This design comes from an exercise in tuning for small area, a short achievable clock period and few clock cycles per item on the open sky130 flow, not from production work. RTL that was checked went through simulation tests only; none was proved equivalent to the original.

==> flow/design.v (excerpt) <==
module cmac_tag (
    input  wire         clk,
    input  wire         rst,           
    input  wire         in_valid,
    output wire         in_ready,
    input  wire         in_first,      
    input  wire         in_last,       
    input  wire [4:0]   in_nbytes,     
    input  wire [127:0] in_data,
    input  wire [127:0] key,
    output reg          tag_valid,
    output reg  [63:0]  tag
);
    localparam [2:0] S_IDLE = 3'd0,    
                     S_LCMP = 3'd1,    
                     S_LRDY = 3'd2,    
                     S_RUN  = 3'd3,    
                     S_WAIT = 3'd4;    
    reg [2:0]   state;
    reg [3:0]   rnd;                   
    reg         rlast;                 
    reg         mid;                   
    reg [127:0] s;                     
    reg [127:0] rk;                    
    reg [127:0] kq;                    
    reg [127:0] l;                     
    reg         lv;                    
    reg         kn;                    
    reg         blk_last;              
    reg         offer_q;               
    reg         hit_q;                 
    wire st_idle = (state == S_IDLE);
    wire st_lcmp = (state == S_LCMP);
    wire st_lrdy = (state == S_LRDY);
    wire st_run  = (state == S_RUN);
    wire st_wait = (state == S_WAIT);
    assign in_ready = (st_idle && offer_q && hit_q) ||
                      (st_lcmp && rlast && !blk_last) ||
                      st_lrdy || st_wait ||
                      (st_run && rlast && (!blk_last || (offer_q && hit_q)));
    wire take   = in_valid && in_ready;
    wire kq_load = (st_idle || (st_run && blk_last)) && offer_q && !hit_q && !kn;
    wire lstart  = (st_idle || (st_run && rlast && blk_last)) && offer_q && kn && in_valid;
    wire [127:0] sb;                   
    genvar g;
    generate
        for (g = 0; g < 16; g = g + 1) begin : g_sub
            cmac_sbox u_sbox (.a(s[8*g +: 8]), .y(sb[8*g +: 8]));
        end
  ...
clock: 10.0 ns
lec_check: 0
cap_margin: 20
core_margin: 2
core_utilization: 40
place_density: 0.5
setup_slack_margin: 3.5
slew_margin: 20
standard.sh (not shown) runs the stock make flow with config.mk's settings and CLKGATE_MAP_FILE= SYNTH_SCRIPT=/design/flow/synth_recipe.tcl, a recipe that flattens the netlist after the stock synthesis.
==> flow/flow/run.sh <==
#!/bin/bash
# Layout flow: the standard flow (standard.sh), with synthesis run by
# flow/synth_custom.tcl, which maps logic with an area-recovering ABC script,
# and the port buffers made of buf_1 cells.
set -euo pipefail
cd "$(dirname "$0")/.."
W=$PWD
bash standard.sh SYNTH_SCRIPT=$W/flow/synth_custom.tcl \
  "BUFFER_PORTS_ARGS=-buffer_cell sky130_fd_sc_hd__buf_1" \
  finish > $W/flow_orfs.log 2>&1
==> flow/flow/abc_custom.script <==
strash
&get -n
&st
&dch
&nf -R 20 -p
&put
topo
stime -c
buffer -c
upsize -c
dnsize -c
==> flow/flow/synth_custom.tcl <==
# The standard flow's synthesis (synth_recipe.tcl) with one change: ABC maps with an
# area-recovering script instead of ORFS's abc_speed.script.
set ::custom_abc_script [file join [file dirname [file normalize [info script]]] abc_custom.script]
proc synth {args} { yosys synth -nofsm -noshare {*}$args }
proc abc {args} {
  set i [lsearch -exact $args -script]
  if { $i >= 0 } {
    set args [lreplace $args [expr {$i + 1}] [expr {$i + 1}] $::custom_abc_script]
  }
  yosys abc {*}$args
}
source $::env(SCRIPTS_DIR)/synth.tcl
# left out here: clear keep_hierarchy, flatten, clean up, hide names made inside functions, write 1_2_yosys.v
Testbench counts at the start, summed over its fixed seeds: cycles 16,804, messages 480.
Change:
--- a/flow/design.v
+++ b/flow/design.v
@@ -269,18 +269,17 @@
                                      {dec[i] && !full, 7'd0};
     end
     wire [127:0] m_blk   = padded ^ (!in_last ? 128'd0 : full ? k1 : k2);
     wire sel_r  = (st_lcmp || st_run) && !(rlast && (st_lcmp || blk_last));
     wire y_key  = take || lstart || !(sel_r || st_wait);
     wire [127:0] y = (take ? m_blk : 128'd0) ^ (y_key ? kq : 128'd0);
     wire busy = st_lcmp || st_run;
     always @(posedge clk) begin
-        s <= ({128{sel_r}} & mc) ^
-             (({128{sel_r}} & rk) ^ ({128{st_wait}} & s) ^ y);
+        s <= ({128{sel_r}} & round_out) ^ (({128{st_wait}} & s) ^ y);
         tag <= round_out[127:64];
         rk <= rk_next;
         if (kq_load)
             kq <= key;
         if (st_lcmp && rlast)
             l <= round_out;
     end
     always @(posedge clk) begin
After rerunning: Synthesized area drops slightly. Worst hold slack gets better by 0.0064 ns. Global-route usage drops by 1.2 points. Synthesized cell count stays flat. Die area drops slightly. Core utilization barely changes. Setup slack gets worse by 0.13 ns.
Testbench counts after the change, summed over its fixed seeds: cycles 16,804, messages 480.

* * *

cmac_tag, a different RTL version from the one above (not shown whole).
Size in the first run: about 5900 cells after synthesis, ~590 flip-flops, ~330 I/O pins, about 54000 um^2 of cells after synthesis.
==> flow/config.mk <==
export PLATFORM = sky130hd
export DESIGN_NAME = cmac_tag
export DESIGN_NICKNAME = cmac_tag
export VERILOG_FILES = /design/flow/design.v
export SDC_FILE = /design/flow/constraint.sdc
export NUM_CORES = 8
export LEC_CHECK = 0
export CAP_MARGIN = 20
export CORE_MARGIN = 2
export CORE_UTILIZATION = 50
export CTS_CLUSTER_DIAMETER = 70
export CTS_CLUSTER_SIZE = 24
export GPL_ROUTABILITY_DRIVEN = 0
export PLACE_DENSITY = 0.6
export SETUP_SLACK_MARGIN = 4.6
export SLEW_MARGIN = 20
==> flow/constraint.sdc <==
create_clock -name core_clock -period 10.0 [get_ports {clk}]
set_input_delay 2.0000 -clock core_clock [delete_from_list [all_inputs] [get_ports {clk}]]
set_output_delay 2.0000 -clock core_clock [all_outputs]
set_load 0.01 [all_outputs]
Scripts as last shown in full above: flow/flow/run.sh, flow/flow/abc_custom.script, flow/flow/synth_custom.tcl
Testbench counts at the start, summed over its fixed seeds: cycles 16,804, messages 480.
Edit:
--- a/flow/design.v
+++ b/flow/design.v
@@ -155,26 +155,29 @@
     output reg          tag_valid,
     output reg  [63:0]  tag
 );
     localparam [2:0] S_IDLE = 3'd0,    
                      S_LCMP = 3'd1,    
                      S_LRDY = 3'd2,    
                      S_RUN  = 3'd3,    
                      S_WAIT = 3'd4;    
     reg [2:0]   state;
     reg [3:0]   rnd;                   
     reg         rlast;                 
     reg         mid;                   
+    reg         mid_k;                 
     reg [127:0] s;                     
-    reg [127:0] rk;                    
+    reg [127:0] kp;
+    reg [31:0]  ksw;
+    wire [127:0] rk = kp ^ {4{ksw}};
     reg [127:0] kq;                    
     reg [127:0] l;                     
     reg         lv;                    
     reg         kn;                    
     reg         blk_last;              
     reg         offer_q;               
     reg         hit_q;                 
     wire st_idle = (state == S_IDLE);
     wire st_lcmp = (state == S_LCMP);
     wire st_lrdy = (state == S_LRDY);
     wire st_run  = (state == S_RUN);
     wire st_wait = (state == S_WAIT);
@@ -230,37 +233,36 @@
     wire [127:0] src = mid ? rk : kq;
     wire r1 = (rnd == 4'd1), r2 = (rnd == 4'd2), r3 = (rnd == 4'd3),
          r4 = (rnd == 4'd4), r5 = (rnd == 4'd5), r6 = (rnd == 4'd6),
          r7 = (rnd == 4'd7), r8 = (rnd == 4'd8), r9 = (rnd == 4'd9);
     wire [7:0] rcon = {mid & r7,
                        mid & r6,
                        mid & (r5 | r9),
                        mid & (r4 | r8 | r9),
                        mid & (r3 | r8),
                        mid & (r2 | r9),
                        mid & (r1 | r8 | r9),
                        !mid | r8};
-    wire [31:0] w3  = src[31:0];
+    wire [31:0] w3  = mid_k ? rk[31:0] : kq[31:0];
     wire [31:0] rot = {w3[23:0], w3[31:24]};
     wire [31:0] subw;
     generate
         for (g = 0; g < 4; g = g + 1) begin : g_ksub
             cmac_sbox u_ksbox (.a(rot[8*g +: 8]), .y(subw[8*g +: 8]));
         end
     endgenerate
     wire [31:0]  p0   = src[127:96] ^ {rcon, 24'd0};
     wire [31:0]  p1   = src[95:64]  ^ p0;
     wire [31:0]  p2   = src[63:32]  ^ p1;
     wire [31:0]  p3   = src[31:0]   ^ p2;
-    wire [127:0] rk_next   = {p0, p1, p2, p3} ^ {4{subw}};
     wire [127:0] k1 = {l[126:0], 1'b0} ^ (l[127] ? 128'h87 : 128'h0);
     wire [127:0] k2 = {k1[126:0], 1'b0} ^ (k1[127] ? 128'h87 : 128'h0);
     wire        full = in_nbytes[4];
     reg  [15:0] dec;                   
     reg  [15:0] lt;                    
     integer j;
     always @(*) begin
         for (j = 0; j < 16; j = j + 1) begin
             dec[j] = (in_nbytes[3:0] == j);
             lt[j]  = (in_nbytes[3:0] >  j);
         end
     end
@@ -274,58 +276,62 @@
     end
     wire [127:0] m_blk   = padded ^ (!in_last ? 128'd0 : full ? k1 : k2);
     wire sel_r  = (st_lcmp || st_run) && !(rlast && (st_lcmp || blk_last));
     wire sel_m  = sel_r && !rlast;     
     wire sel_l  = sel_r && rlast;      
     wire y_key  = take || lstart || !(sel_r || st_wait);
     wire [127:0] y = (take ? m_blk : 128'd0) ^ (y_key ? kq : 128'd0);
     wire busy = st_lcmp || st_run;
     always @(posedge clk) begin
         s <= (({128{sel_m}} & mk) | ({128{sel_l}} & lk)) ^
              (({128{st_wait}} & s) ^ y);
         tag <= lk[127:64];
-        rk <= rk_next;
+        kp  <= {p0, p1, p2, p3};
+        ksw <= subw;
         if (kq_load)
             kq <= key;
         if (st_lcmp && rlast)
             l <= lk;
     end
     always @(posedge clk) begin
         if (rst) begin
             state     <= S_IDLE;
             tag_valid <= 1'b0;
             lv        <= 1'b0;
             kn        <= 1'b0;
             offer_q   <= 1'b0;
             hit_q     <= 1'b0;
             rnd       <= 4'd1;
             rlast     <= 1'b0;
             mid       <= 1'b0;
+            mid_k     <= 1'b0;
             blk_last  <= 1'b0;
         end else begin
             tag_valid <= 1'b0;
             offer_q   <= in_valid && !take;
             hit_q     <= lv && (key == kq) && !kq_load;
             if (kq_load) begin
                 kn <= 1'b1;
                 lv <= 1'b0;
             end
             if (take || lstart) begin
                 rnd   <= 4'd1;
                 rlast <= 1'b0;
                 mid   <= 1'b1;
+                mid_k <= 1'b1;
             end else begin
                 rnd   <= rnd + 4'd1;
                 rlast <= (rnd == 4'd9);
                 mid   <= mid && (rnd != 4'd9);
+                mid_k <= mid_k && (rnd != 4'd9);
             end
             if (take || lstart)
                 blk_last <= in_last;
             case (state)
                 S_IDLE: begin
                     if (take)
                         state <= S_RUN;
                     else if (lstart)
                         state <= S_LCMP;
                 end
                 S_LCMP: begin
                     if (rlast) begin
The changed run passed the timing, design-rule and antenna checks.
First-iteration DRC count fell by 0.70%.
Wire length rose by 0.72%.
Register-to-register slack improves by 0.12 ns.
Die area rose by about 3.5%.
Synthesized area rose by about 3.5%.
No functional check of the RTL was part of the second run of this note.

* * *

cmac_tag, a different RTL version from the one above (not shown whole).
Size: roughly 600 flip-flops, ~0.053 mm2 of cells after synthesis.
Settings: LEC_CHECK=0, CAP_MARGIN=20, CORE_MARGIN=2, CORE_UTILIZATION=50, PLACE_DENSITY=0.6, SETUP_SLACK_MARGIN=3, SLEW_MARGIN=20; clock period 10.0 ns.
==> flow/flow/abc_custom.script <==
strash
&get -n
&st
&dch
&nf -R 1000 -p
&put
topo
stime -c
buffer -c
upsize -c
dnsize -c
Scripts as last shown in full above: flow/flow/run.sh, flow/flow/synth_custom.tcl
Rerun with:
--- a/flow/design.v
+++ b/flow/design.v
@@ -164,30 +164,29 @@
     reg [3:0]   rnd;                   
     reg         rlast;                 
     reg [127:0] s;                     
     reg [127:0] rk;                    
     reg [127:0] kq;                    
     reg [127:0] l;                     
     reg         lv;                    
-    reg         kn;                    
     reg         blk_last;              
     reg         offer_q;               
     reg         hit_q;                 
     wire st_idle = (state == S_IDLE);
     wire st_lcmp = (state == S_LCMP);
     wire st_lrdy = (state == S_LRDY);
     wire st_run  = (state == S_RUN);
     wire st_wait = (state == S_WAIT);
     assign in_ready = (st_idle && offer_q && hit_q) ||
                       (st_lcmp && rlast && !blk_last) ||
                       st_lrdy || st_wait ||
                       (st_run && rlast && (!blk_last || (offer_q && hit_q)));
     wire take   = in_valid && in_ready;
-    wire kq_load = (st_idle || (st_run && blk_last)) && offer_q && !hit_q && !kn;
-    wire lstart  = (st_idle || (st_run && rlast && blk_last)) && offer_q && kn && in_valid;
+    wire newkey = (st_idle || (st_run && rlast && blk_last)) && offer_q && !hit_q;
+    wire lstart = newkey && in_valid;
     wire [127:0] sb;                   
     genvar g;
     generate
         for (g = 0; g < 16; g = g + 1) begin : g_sub
             cmac_sbox u_sbox (.a(s[8*g +: 8]), .y(sb[8*g +: 8]));
         end
     endgenerate
@@ -220,15 +219,16 @@
             assign mc[127 - 32*g      -: 8] = a0 ^ ((t ^ x0) & m);
             assign mc[127 - 32*g - 8  -: 8] = a1 ^ ((t ^ x1) & m);
             assign mc[127 - 32*g - 16 -: 8] = a2 ^ ((t ^ x2) & m);
             assign mc[127 - 32*g - 24 -: 8] = a3 ^ ((t ^ x3) & m);
         end
     endgenerate
     wire mid = (st_lcmp || st_run) && !rlast;
-    wire [127:0] src = mid ? rk : kq;
+    wire [127:0] kk  = newkey ? key : kq;
+    wire [127:0] src = mid ? rk : kk;
     reg [7:0] rcon;
     always @(*) begin
         if (!mid)
             rcon = 8'h01;
         else begin
             case (rnd)
                 4'd1:    rcon = 8'h02;
@@ -277,79 +277,76 @@
         for (i = 0; i < 16; i = i + 1)
             padded[127 - 8*i -: 8] = (!in_last || keep[i]) ? in_data[127 - 8*i -: 8] :
                                      {dec[i] && !full, 7'd0};
     end
     wire [127:0] m_blk   = padded ^ (!in_last ? 128'd0 : full ? k1 : k2);
     wire sel_r  = (st_lcmp || st_run) && !(rlast && (st_lcmp || blk_last));
     wire y_key  = take || lstart || !(sel_r || st_wait);
-    wire [127:0] y = (take ? m_blk : 128'd0) ^ (y_key ? kq : 128'd0);
+    wire [127:0] y = (take ? m_blk : 128'd0) ^ (y_key ? kk : 128'd0);
     wire busy = st_lcmp || st_run;
     always @(posedge clk) begin
         s <= ({128{sel_r}} & mc) ^
              (({128{sel_r}} & rk) ^ ({128{st_wait}} & s) ^ y);
         tag <= round_out[127:64];
         rk <= rk_next;
-        if (kq_load)
+        if (lstart)
             kq <= key;
         if (st_lcmp && rlast)
             l <= round_out;
     end
     always @(posedge clk) begin
         if (rst) begin
             state     <= S_IDLE;
             tag_valid <= 1'b0;
             lv        <= 1'b0;
-            kn        <= 1'b0;
             offer_q   <= 1'b0;
             hit_q     <= 1'b0;
             rnd       <= 4'd1;
             rlast     <= 1'b0;
             blk_last  <= 1'b0;
         end else begin
             tag_valid <= 1'b0;
             offer_q   <= in_valid && !take;
-            hit_q     <= lv && (key == kq) && !kq_load;
-            if (kq_load) begin
-                kn <= 1'b1;
-                lv <= 1'b0;
-            end
+            hit_q     <= lv && (key == kq) && !lstart;
             if (take || lstart) begin
                 rnd   <= 4'd1;
                 rlast <= 1'b0;
             end else begin
                 rnd   <= rnd + 4'd1;
                 rlast <= (rnd == 4'd9);
             end
             if (take || lstart)
                 blk_last <= in_last;
             case (state)
                 S_IDLE: begin
                     if (take)
                         state <= S_RUN;
-                    else if (lstart)
+                    else if (lstart) begin
+                        lv    <= 1'b0;
                         state <= S_LCMP;
+                    end
                 end
                 S_LCMP: begin
                     if (rlast) begin
                         lv    <= 1'b1;
-                        kn    <= 1'b0;
                         state <= take ? S_RUN : S_LRDY;
                     end
                 end
                 S_LRDY: begin
                     if (take)
                         state <= S_RUN;
                 end
                 S_RUN: begin
                     if (rlast) begin
                         if (blk_last) begin
                             tag_valid <= 1'b1;
-                            if (lstart)
+                            if (lstart) begin
+                                lv    <= 1'b0;
                                 state <= S_LCMP;
-                            else if (!take) begin
+                            end else if (!take) begin
                                 state <= S_IDLE;
                             end
                         end else if (!take) begin
                             state <= S_WAIT;
                         end
                     end
                 end
Worst setup slack got worse by 0.17 ns. Count of clock-buffer cells in the layout grows by 2. Design area grows by 4.2%. Global-route usage grows by 0.56 points.
Function was not checked in any run of this note: the RTL went through the layout flow alone.

* * *

lane 1:
cmac_tag with an RTL version that a note above also has.
Size: roughly 620 flip-flops, about 330 I/O pins, roughly 56000 sq um of cells after synthesis.
==> flow/design.v (excerpt) <==
module cmac_tag (
    input  wire         clk,
    input  wire         rst,           
    input  wire         in_valid,
    output wire         in_ready,
    input  wire         in_first,      
    input  wire         in_last,       
    input  wire [4:0]   in_nbytes,     
    input  wire [127:0] in_data,
    input  wire [127:0] key,
    output reg          tag_valid,
    output reg  [63:0]  tag
);
export LEC_CHECK = 0
export CAP_MARGIN = 20
export CORE_MARGIN = 2
export CORE_UTILIZATION = 50
export CTS_CLUSTER_DIAMETER = 70
export CTS_CLUSTER_SIZE = 24
export GPL_ROUTABILITY_DRIVEN = 0
export PLACE_DENSITY = 0.6
export SETUP_SLACK_MARGIN = 4.3
export SLEW_MARGIN = 20
create_clock -name core_clock -period 10.0 [get_ports {clk}]
==> flow/flow/abc_custom.script <==
strash
&get -n
&st
&dch
&nf -R 20 -p
&put
topo
stime -c
buffer -c
upsize -c
dnsize -c
Scripts as last shown in full above: flow/flow/run.sh, flow/flow/synth_custom.tcl
#### Input delta (lane 2 over lane 1)
--- a/flow/design.v
+++ b/flow/design.v
@@ -160,19 +160,16 @@
                      S_LRDY = 3'd2,    
                      S_RUN  = 3'd3,    
                      S_WAIT = 3'd4;    
     reg [2:0]   state;
     reg [3:0]   rnd;                   
     reg         rlast;                 
     reg         mid;                   
-    reg         mid_k;                 
     reg [127:0] s;                     
-    reg [127:0] kp;
-    reg [31:0]  ksw;
-    wire [127:0] rk = kp ^ {4{ksw}};
+    reg [127:0] rk;                    
     reg [127:0] kq;                    
     reg [127:0] l;                     
     reg         lv;                    
     reg         kn;                    
     reg         blk_last;              
     reg         offer_q;               
     reg         hit_q;                 
@@ -238,26 +235,27 @@
                        mid & r6,
                        mid & (r5 | r9),
                        mid & (r4 | r8 | r9),
                        mid & (r3 | r8),
                        mid & (r2 | r9),
                        mid & (r1 | r8 | r9),
                        !mid | r8};
-    wire [31:0] w3  = mid_k ? rk[31:0] : kq[31:0];
+    wire [31:0] w3  = src[31:0];
     wire [31:0] rot = {w3[23:0], w3[31:24]};
     wire [31:0] subw;
     generate
         for (g = 0; g < 4; g = g + 1) begin : g_ksub
             cmac_sbox u_ksbox (.a(rot[8*g +: 8]), .y(subw[8*g +: 8]));
         end
     endgenerate
     wire [31:0]  p0   = src[127:96] ^ {rcon, 24'd0};
     wire [31:0]  p1   = src[95:64]  ^ p0;
     wire [31:0]  p2   = src[63:32]  ^ p1;
     wire [31:0]  p3   = src[31:0]   ^ p2;
+    wire [127:0] rk_next   = {p0, p1, p2, p3} ^ {4{subw}};
     wire [127:0] k1 = {l[126:0], 1'b0} ^ (l[127] ? 128'h87 : 128'h0);
     wire [127:0] k2 = {k1[126:0], 1'b0} ^ (k1[127] ? 128'h87 : 128'h0);
     wire        full = in_nbytes[4];
     reg  [15:0] dec;                   
     reg  [15:0] lt;                    
     integer j;
     always @(*) begin
@@ -281,16 +279,15 @@
     wire y_key  = take || lstart || !(sel_r || st_wait);
     wire [127:0] y = (take ? m_blk : 128'd0) ^ (y_key ? kq : 128'd0);
     wire busy = st_lcmp || st_run;
     always @(posedge clk) begin
         s <= (({128{sel_m}} & mk) | ({128{sel_l}} & lk)) ^
              (({128{st_wait}} & s) ^ y);
         tag <= lk[127:64];
-        kp  <= {p0, p1, p2, p3};
-        ksw <= subw;
+        rk <= rk_next;
         if (kq_load)
             kq <= key;
         if (st_lcmp && rlast)
             l <= lk;
     end
     always @(posedge clk) begin
         if (rst) begin
@@ -299,34 +296,31 @@
             lv        <= 1'b0;
             kn        <= 1'b0;
             offer_q   <= 1'b0;
             hit_q     <= 1'b0;
             rnd       <= 4'd1;
             rlast     <= 1'b0;
             mid       <= 1'b0;
-            mid_k     <= 1'b0;
             blk_last  <= 1'b0;
         end else begin
             tag_valid <= 1'b0;
             offer_q   <= in_valid && !take;
             hit_q     <= lv && (key == kq) && !kq_load;
             if (kq_load) begin
                 kn <= 1'b1;
                 lv <= 1'b0;
             end
             if (take || lstart) begin
                 rnd   <= 4'd1;
                 rlast <= 1'b0;
                 mid   <= 1'b1;
-                mid_k <= 1'b1;
             end else begin
                 rnd   <= rnd + 4'd1;
                 rlast <= (rnd == 4'd9);
                 mid   <= mid && (rnd != 4'd9);
-                mid_k <= mid_k && (rnd != 4'd9);
             end
             if (take || lstart)
                 blk_last <= in_last;
             case (state)
                 S_IDLE: begin
                     if (take)
                         state <= S_RUN;
Findings:
Changes observed in lane 2 relative to lane 1: core utilization now larger, global-route met2 utilization comparable, number of non-clock buffers now larger.
Antenna violation net count after detailed routing came out exactly the same in lane 1 and lane 2.
Relative to lane 1, number of antenna violations at the first check in global routing decreased by 10 in lane 2.
Diff lane 1 -> lane 2 | area of the die | down by a few percent
From lane 1 to lane 2 the numbers moved as follows: fraction of the mapped netlist area in simple logic gates went down, number of global-route vias before repair fell by 742.
Met3 usage in global routing delta (lane 2 -> lane 1): insignificant
Relative to lane 1, aggregate routed wire length has decreased by 1.3% in lane 2.
Testbench counts of lane 2, summed over its fixed seeds: cycles 16,804, messages 480.
Only the layout flow was run in lane 1; the RTL was not checked for function there.

## re-timing with driven ports
The flow's constraints put no driver on any port. The routed layouts listed below were extracted and timed again, unchanged, in two steps.
Step 1 (the two cells are an assumption about what drives the block):
set clk [get_ports {clk}]
set_driving_cell -lib_cell sky130_fd_sc_hd__clkbuf_16 $clk
set_driving_cell -lib_cell sky130_fd_sc_hd__buf_2 [delete_from_list [all_inputs] $clk]
Step 2 also shifts input and output timing later by t, the mid clock arrival at the registers, as if the neighbouring blocks saw the same clock.
a / b / c = ideal ports / drivers / drivers and shift; a / b = the first two.
run	t, ns	slack for setup (ns)	hold slack, ns	worst setup path after step 2	clock arrival spread, ns
the first run of note 1	0.762	3.751 / 3.751 / 3.751	0.455 / 0.455 / 0.455	register to register	0.041 / 0.042
the second run of note 1	0.750	3.620 / 3.620 / 3.620	0.461 / 0.461 / 0.461	register to register	0.029 / 0.028
the first run of note 2	0.754	4.435 / 4.435 / 3.976	0.469 / 0.469 / 0.469	input to register	0.046 / 0.047
the second run of note 2	0.766	4.558 / 4.558 / 4.379	0.466 / 0.466 / 0.466	input to register	0.047 / 0.047
the first run of note 3	0.732	3.308 / 3.308 / 3.308	0.519 / 0.519 / 0.519	register to register	0.025 / 0.026
the second run of note 3	0.732	3.142 / 3.142 / 2.514	0.505 / 0.505 / 0.505	input to register	0.034 / 0.033
lane 1	0.762	4.435 / 4.435 / 4.422	0.462 / 0.462 / 0.462	input to register	0.049 / 0.049
lane 2	0.754	4.308 / 4.308 / 4.058	0.473 / 0.473 / 0.473	input to register	0.045 / 0.045
After both steps setup and hold are still met in every run listed. The setup slack of the second run of note 3, which loses most, moves by 0.000 ns with the drivers and by -0.628 ns with both steps.
